Context: an optimization exercise on an open-source flow, tuned for small area, a short achievable clock period and few clock cycles. The choices shown serve that exercise and are no tape-out recipe. Only the layout flow was run in this run; the RTL was not checked for function there.

==> design/flow/design.v <==
module bld_mul16 (
    input  wire [15:0] a,
    input  wire [15:0] b,
    output wire [15:0] y
);
    wire [31:0] p = a * b;
    wire [32:0] q = {1'b0, p} + 33'd32768;
    wire [33:0] s = {1'b0, q} + {17'd0, q[32:16]};
    assign y = s[31:16];
endmodule
module bld_slot_op (
    input  wire [15:0] d,
    input  wire [15:0] l,
    input  wire [15:0] a,
    input  wire [15:0] alpha,
    input  wire        op_att,
    input  wire [1:0]  op_fn,
    input  wire        pre,
    output reg  [15:0] d_next
);
    wire [15:0] a_w;
    wire [15:0] l_w;
    wire [15:0] d_keep;
    bld_mul16 u_aw (.a(a), .b(alpha), .y(a_w));
    bld_mul16 u_lw (.a(l), .b(pre ? alpha : a_w), .y(l_w));
    bld_mul16 u_dk (.a(d), .b(16'hFFFF - a_w), .y(d_keep));
    wire [16:0] over_sum = {1'b0, l_w} + {1'b0, d_keep};
    wire [16:0] add_sum  = {1'b0, d} + {1'b0, l_w};
    wire [15:0] over_v   = over_sum[16] ? 16'hFFFF : over_sum[15:0];
    wire [15:0] add_v    = add_sum[16] ? 16'hFFFF : add_sum[15:0];
    wire [15:0] max_v    = (l_w > d) ? l_w : d;
    wire [15:0] la;
    wire [15:0] m;
    wire [15:0] t;
    wire [15:0] f;
    wire [15:0] mul_v;
    bld_mul16 u_la (.a(l), .b(a), .y(la));
    assign m = pre ? l : la;
    bld_mul16 u_t  (.a(16'hFFFF - m), .b(alpha), .y(t));
    assign f = 16'hFFFF - t;
    bld_mul16 u_df (.a(d), .b(f), .y(mul_v));
    wire [15:0] min_v = (f < d) ? f : d;
    always @(*) begin
        if (op_att)
            d_next = op_fn[0] ? min_v : mul_v;
        else if (op_fn == 2'd0)
            d_next = over_v;
        else if (op_fn == 2'd1)
            d_next = add_v;
        else
            d_next = max_v;
    end
endmodule
module bld_zones (
    input  wire        clk,
    input  wire        rst,
    input  wire        we,
    input  wire [3:0]  zone,
    input  wire [1:0]  word,
    input  wire [31:0] data,
    input  wire [12:0] x,
    input  wire [12:0] y,
    output reg  [15:0] ceiling,
    output reg  [15:0] floor
);
    reg [12:0] x0 [0:15];
    reg [12:0] x1 [0:15];
    reg [12:0] y0 [0:15];
    reg [12:0] y1 [0:15];
    reg [15:0] zc [0:15];
    reg [15:0] zf [0:15];
    reg        en [0:15];
    integer i;
    always @(posedge clk) begin
        if (rst) begin
            for (i = 0; i < 16; i = i + 1) begin
                x0[i] <= 13'd0;
                x1[i] <= 13'd0;
                y0[i] <= 13'd0;
                y1[i] <= 13'd0;
                zc[i] <= 16'd0;
                zf[i] <= 16'd0;
                en[i] <= 1'b0;
            end
        end else if (we) begin
            case (word)
                2'd0: begin x0[zone] <= data[12:0]; x1[zone] <= data[28:16]; end
                2'd1: begin y0[zone] <= data[12:0]; y1[zone] <= data[28:16]; end
                2'd2: begin zc[zone] <= data[15:0]; zf[zone] <= data[31:16]; end
                2'd3: en[zone] <= data[0];
            endcase
        end
    end
    integer k;
    always @(*) begin
        ceiling = 16'hFFFF;
        floor   = 16'h0000;
        for (k = 0; k < 16; k = k + 1) begin
            if (en[k] && x >= x0[k] && x <= x1[k] && y >= y0[k] && y <= y1[k]) begin
                if (zc[k] < ceiling) ceiling = zc[k];
                if (zf[k] > floor)   floor   = zf[k];
            end
        end
    end
endmodule
module bld_head (
    input  wire         clk,
    input  wire         rst,
    input  wire         cfg_we,
    input  wire [6:0]   cfg_addr,
    input  wire [31:0]  cfg_data,
    input  wire         in_valid,
    output wire         in_ready,
    input  wire         in_last,
    input  wire [12:0]  in_x,
    input  wire [12:0]  in_y,
    input  wire [7:0]   in_present,
    input  wire [127:0] in_l,
    input  wire [127:0] in_a,
    output reg          out_valid,
    output reg  [15:0]  out_v,
    output reg          out_lowered,
    output reg          out_raised,
    output reg          sum_valid,
    output reg  [31:0]  sum_drive,
    output reg  [20:0]  sum_clamped,
    output reg  [20:0]  sum_lifted
);
    localparam S_IDLE = 2'd0;
    localparam S_RUN  = 2'd1;
    localparam S_OUT  = 2'd2;
    reg [15:0] slot_alpha [0:7];
    reg [7:0]  slot_op    [0:7];
    reg        slot_pre   [0:7];
    reg        slot_en    [0:7];
    reg        mode_light;
    reg [15:0] headroom;
    integer i;
    always @(posedge clk) begin
        if (rst) begin
            for (i = 0; i < 8; i = i + 1) begin
                slot_alpha[i] <= 16'd0;
                slot_op[i]    <= 8'd0;
                slot_pre[i]   <= 1'b0;
                slot_en[i]    <= 1'b0;
            end
            mode_light <= 1'b0;
            headroom   <= 16'hFFFF;
        end else if (cfg_we) begin
            if (cfg_addr[6:3] == 4'd0) begin
                slot_alpha[cfg_addr[2:0]] <= cfg_data[15:0];
                slot_op[cfg_addr[2:0]]    <= cfg_data[23:16];
                slot_pre[cfg_addr[2:0]]   <= cfg_data[24];
                slot_en[cfg_addr[2:0]]    <= cfg_data[25];
            end else if (cfg_addr == 7'h08) begin
                mode_light <= cfg_data[0];
            end else if (cfg_addr == 7'h09) begin
                headroom <= cfg_data[15:0];
            end
        end
    end
    wire [15:0] zone_ceiling;
    wire [15:0] zone_floor;
    reg  [12:0] px_x;
    reg  [12:0] px_y;
    bld_zones u_zones (
        .clk    (clk),
        .rst    (rst),
        .we     (cfg_we && cfg_addr[6]),
        .zone   (cfg_addr[5:2]),
        .word   (cfg_addr[1:0]),
        .data   (cfg_data),
        .x      (px_x),
        .y      (px_y),
        .ceiling(zone_ceiling),
        .floor  (zone_floor)
    );
    reg [1:0]   state;
    reg [2:0]   step;
    reg         pass;        
    reg [15:0]  d;
    reg         px_last;
    reg [7:0]   px_present;
    reg [127:0] px_l;
    reg [127:0] px_a;
    reg [35:0]  acc_drive;
    reg [20:0]  acc_clamped;
    reg [20:0]  acc_lifted;
    assign in_ready = (state == S_IDLE);
    wire [15:0] cur_l     = px_l[step*16 +: 16];
    wire [15:0] cur_a     = px_a[step*16 +: 16];
    wire [15:0] cur_alpha = slot_alpha[step];
    wire [7:0]  cur_op    = slot_op[step];
    wire        cur_att   = (cur_op == 8'h10) || (cur_op == 8'h11);
    wire        cur_known = (cur_op == 8'h00) || (cur_op == 8'h01) ||
                            (cur_op == 8'h02) || cur_att;
    wire        cur_stage = mode_light ? (cur_att == pass) : 1'b1;
    wire        cur_apply = px_present[step] && slot_en[step] && cur_known && cur_stage;
    wire [15:0] d_next;
    bld_slot_op u_op (
        .d     (d),
        .l     (cur_l),
        .a     (cur_a),
        .alpha (cur_alpha),
        .op_att(cur_att),
        .op_fn (cur_op[1:0]),
        .pre   (slot_pre[step]),
        .d_next(d_next)
    );
    wire [15:0] v_in;
    bld_mul16 u_hr (.a(d), .b(headroom), .y(v_in));
    wire [15:0] v_lo  = (v_in < zone_floor) ? zone_floor : v_in;
    wire [15:0] v_out = (v_lo > zone_ceiling) ? zone_ceiling : v_lo;
    wire        lowered = v_out < v_in;
    wire        raised  = v_out > v_in;
    wire [35:0] drive_next   = acc_drive + {20'd0, v_out};
    wire [20:0] clamped_next = acc_clamped + {20'd0, lowered};
    wire [20:0] lifted_next  = acc_lifted + {20'd0, raised};
    always @(posedge clk) begin
        if (rst) begin
            state       <= S_IDLE;
            out_valid   <= 1'b0;
            sum_valid   <= 1'b0;
            acc_drive   <= 36'd0;
            acc_clamped <= 21'd0;
            acc_lifted  <= 21'd0;
        end else begin
            out_valid <= 1'b0;
            sum_valid <= 1'b0;
            case (state)
                S_IDLE: begin
                    if (in_valid) begin
                        px_x       <= in_x;
                        px_y       <= in_y;
                        px_last    <= in_last;
                        px_present <= in_present;
                        px_l       <= in_l;
                        px_a       <= in_a;
                        d          <= 16'd0;
                        step       <= 3'd0;
                        pass       <= 1'b0;
                        state      <= S_RUN;
                    end
                end
                S_RUN: begin
                    if (cur_apply)
                        d <= d_next;
                    step <= step + 3'd1;
                    if (step == 3'd7) begin
                        if (mode_light && !pass)
                            pass <= 1'b1;
                        else
                            state <= S_OUT;
                    end
                end
                S_OUT: begin
                    out_valid   <= 1'b1;
                    out_v       <= v_out;
                    out_lowered <= lowered;
                    out_raised  <= raised;
                    if (px_last) begin
                        sum_valid   <= 1'b1;
                        sum_drive   <= {4'd0, drive_next[35:8]};
                        sum_clamped <= clamped_next;
                        sum_lifted  <= lifted_next;
                        acc_drive   <= 36'd0;
                        acc_clamped <= 21'd0;
                        acc_lifted  <= 21'd0;
                    end else begin
                        acc_drive   <= drive_next;
                        acc_clamped <= clamped_next;
                        acc_lifted  <= lifted_next;
                    end
                    state <= S_IDLE;
                end
                default: state <= S_IDLE;
            endcase
        end
    end
endmodule
==> design/flow/run.sh <==
#!/bin/bash
# synth_recipe.tcl (not shown) runs the flow's synth.tcl, then flattens the netlist and writes it again
# the make line also repeats each setting of config.mk as NAME=value (left out here)
make -C /OpenROAD-flow-scripts/flow DESIGN_CONFIG=/design/flow/config.mk WORK_HOME=/design/flow/orfs CLKGATE_MAP_FILE= SYNTH_SCRIPT=/design/flow/synth_recipe.tcl finish
==> design/flow/config.mk <==
export PLATFORM = sky130hd
export DESIGN_NAME = bld_head
export DESIGN_NICKNAME = bld_head
export VERILOG_FILES = /design/flow/design.v
export SDC_FILE = /design/flow/constraint.sdc
export NUM_CORES = 4
export LEC_CHECK = 0
export CAP_MARGIN = 20
export CORE_MARGIN = 2
export CORE_UTILIZATION = 30
export PLACE_DENSITY = 0.4
export SLEW_MARGIN = 20
==> design/flow/constraint.sdc <==
create_clock -name core_clock -period 50.0 [get_ports {clk}]
set_input_delay 10.0000 -clock core_clock [delete_from_list [all_inputs] [get_ports {clk}]]
set_output_delay 10.0000 -clock core_clock [all_outputs]
set_load 0.01 [all_outputs]
==> flow_summary_export.csv <==
group,metric,value,unit
run_status,status,"finished clean",
synth,muxShareOfSynthArea,0.02899,
hold_path,min_from,"acc_lifted[0]",
worst_setup_path,reg2reg_from,"px_y[4]",
sta,hold_viol,0,
cts,cts.sinks,2069,
cts,cts_tree,"built",
global_route,grt_usage,0.2028,
worst_setup_path,critPathLaunchType,"flip-flop",
global_route,grt_max_degree,163,
sta,tightest_slew,1.187,ns
place,hpwl,454800,microns
sta,post-route-min-period,46.57,ns
worst_setup_path,required,50.85,ns
synth,synth-xor-area-share,0.01914,
routing,routed-via-count,128943,
floorplanning,die_w,787.9,microns
synth,yosys_warnings,3,
routing,drc,0,
cts,cts_made_buffers,266,
worst_setup_path,slowest_stage,"a21boi_1",
worst_setup_path,critical_path_class,"flip-flop to flip-flop",
sta,skew,0.1095,ns
synth,synth_top_family_by_area,"adder cells",
floorplanning,die_h,787.9,microns
final_layout,final_cell_mix,"inv_1, ha_1, edfxtp_1",
worst_setup_path,r2r_end,"acc_drive[35]",
final_layout,final_common_cell,"inv_1",
worst_setup_path,r2r_cells,259,
cts,clk_latency,0.99,ns
hold_path,whs_path_depth,2,
cts,htreeDepth,5,
synth,synthFlopType,"edfxtp_1",
sta,max_freq,0.02147,GHz
cts,clkSlewWorstSetupHoldPaths,0.06,ns
final_layout,drive_gt1_frac,0.07476,
floorplanning,start_util,0.3014,
global_route,grt_pass1_wl,932000,microns
synth,yosysSeqAreaShare,0.3315,
final_layout,nets,22602,
routing,wl_per_cell,23.86,microns
routing,vias_per_cell,4.796,
place,placed_area,0.1994,sq mm
run,cap_violations,0,
place,portBuffers,424,
global_route,grt_pass1_vias,130674,
routing,first_pass_iters,6,
synth,synth_compound_area_frac,0.08080,
global_route,antenna_found_initial,101,
final_layout,syn2layout_area_growth,13.29,%
floorplanning,die-area,0.6207,sq mm
synth,synth_edf_count,1967,
floorplanning,core,0.6115,sq mm
worst_setup_path,arrival,47.42,ns
routing,drt_iter0_markers,9052,
worst_setup_path,cp-end-kind,"flip-flop",
worst_setup_path,path_max_fanout,33,
routing,detail-route-antenna-nets,0,
synth,ys_ff_latch,2069,
worst_setup_path,reg2reg_slack,3.43,ns
cts,hold_buffers,0,
global_route,overflow,0,
sta,hold_ws,0.4598,ns
synth,synthAdderAreaFrac,0.3094,
sta,fin_crit_sh,0.9314,
floorplanning,fp-row-count,287,
synth,synth.lib_cells_used.distinct,118,
sta,relSlewSlack,0.2085,
hold_path,hp-class,"flip-flop to flip-flop",
routing,wl,641500,microns
synth,synth_simple_gate_area_frac,0.1558,
hold_path,min_to,"acc_lifted[0]",
synth,synth-async-reset-ratio,0,
cts,clockBufferDepth,4,
synth,avgSynthCellArea,10.14,sq um
worst_setup_path,slowest_delay,0.58,ns
place,globalplace.congestion,0.8346,
final_layout,design_area,0.2088,sq mm
cts,cts_root_buf,"clkbuf_16",
synth,synthCells,18173,
final_layout,final_util,0.3415,
sta,drv_slew,0,
sta,setup_viol,0,
floorplanning,ios,429,
sta,finalSetupTns,0,ns
synth,syn_area,0.1843,sq mm
Yosys cell counts (217+ instances only):
cell | instances | area, sq um
fa_1 | 1368 | 27390
nand2b_1 | 249 | 1558
nor2_1 | 948 | 3558
nand4_1 | 217 | 1358
nand2_1 | 1425 | 5349
xnor2_1 | 217 | 1901
nor2b_1 | 303 | 1896
edfxtp_1 | 1967 | 59070
o21ai_0 | 580 | 2903
clkbuf_1 | 714 | 2680
ha_1 | 2368 | 29630
and2_1 | 1880 | 11760
a21oi_1 | 845 | 4229
inv_1 | 2857 | 10720
a21o_1 | 227 | 1704
how the worst max path moves through the flow:
stage	from	end	slack (ns)
6_report	px_y[4]	acc_drive[35]	3.43
3_5_place_dp	px_y[4]	acc_drive[35]	-0.34
2_1_floorplan	px_y[4]	acc_drive[35]	1.68
5_1_grt	px_y[4]	acc_drive[35]	-0.11
4_1_cts	px_y[4]	acc_drive[35]	0.03
3_3_place_gp	px_y[4]	acc_drive[35]	0.31
cell families (layout without fill, tap and decap cells):
logic type,count (synthesis),in the layout
buf+inv,3634,4193
other cells,1,55
mux,371,371
simple gates,5546,5548
flops,2069,2069
fa+ha+maj,3738,3738
compound gates,2412,2416
xor+xnor,402,402
cell type report:
class                   instances  area (sq um)
flip-flops and latches       2069         61110
well taps                    8092         10120
diodes                         51         127.6
multi-input cells           12479        110700
repair buffers                858          7586
clock inverters               141          1314
fillers                     61960        402700
inverters                    2858         10730
clock buffers                 336          7096
metrics by stage:
step	std cells	worst slack (ns)
2_1_floorplan	18176	1.675
3_3_place_gp	26313	0.3146
3_5_place_dp	26314	-0.3436
4_1_cts	26792	0.02501
5_1_grt	26840	-0.1106
6_report	26884	3.432
state kept, by name, summed over array words and instances, names as in the netlist, 13 cells and up, named ones only:
register / cells
px_x: 13
sum_lifted: 21
u_zones.y1: 208
u_zones.y0: 208
u_zones.zc: 256
slot_alpha: 128
sum_clamped: 21
u_zones.en: 16
d: 16
out_v: 16
acc_clamped: 21
px_l: 128
acc_drive: 36
px_y: 13
px_a: 128
sum_drive: 28
u_zones.x0: 208
slot_op: 64
u_zones.x1: 208
headroom: 16
acc_lifted: 21
u_zones.zf: 256
worst max-delay path: cells and delay by family (launching register included):
kind,cells,cell delay (ns)
flops,1,0.43
simple gates,88,12.95
xor+xnor,1,0.08
fa+ha+maj,19,5.67
mux,1,0.23
compound gates,124,22.89
buf+inv,26,4.08
timing repair:
item | 4_1_cts | 5_1_grt
cloned | 1 | 7
resized for setup | 5 | 115
pin swaps | 0 | 19
buffers inserted | 0 | 34
setup endpoints to repair | 15 | 151
metal layers:
layer  wire (microns)  vias to the layer above  share of wire  global-route usage
met1           307800                    64967           0.48              0.2956
met2           299300                     2422           0.47              0.3348
li1                 -                    61077              -                   -
met4             9067                        2          0.014             0.02962
met3            25320                      475          0.039             0.01631
met5                9                        -       0.000014                   0

==> what the ideal ports hide <==
No port has a modelled driver above. Below, the same layout with a new extraction and two added sets of constraints. Step 1 (the two cells are an assumption about what drives the block):
set clk [get_ports {clk}]
set_driving_cell -lib_cell sky130_fd_sc_hd__clkbuf_16 $clk
set_driving_cell -lib_cell sky130_fd_sc_hd__buf_2 [delete_from_list [all_inputs] $clk]
Step 2 adds t to the input delays and takes it off the output delays; t is the mean of the earliest and latest rising clock arrival at the registers after step 1. Input paths then give back, and output paths get back, about the clock's delay inside the block. Three values: no drivers, after step 1, after step 2; two values: the first two.
t, ns: 1.050
setup WS [ns]: 3.432 / 3.432 / 3.432
hold WS [ns]: 0.460 / 0.460 / 0.460
worst data-port slew with drivers (ns): 0.26
pins driven straight from the clock port: 1
After both steps setup and hold are still met in this run. For this run, drivers alone change the setup slack by 0.000 ns; drivers and shift together by 0.000 ns.
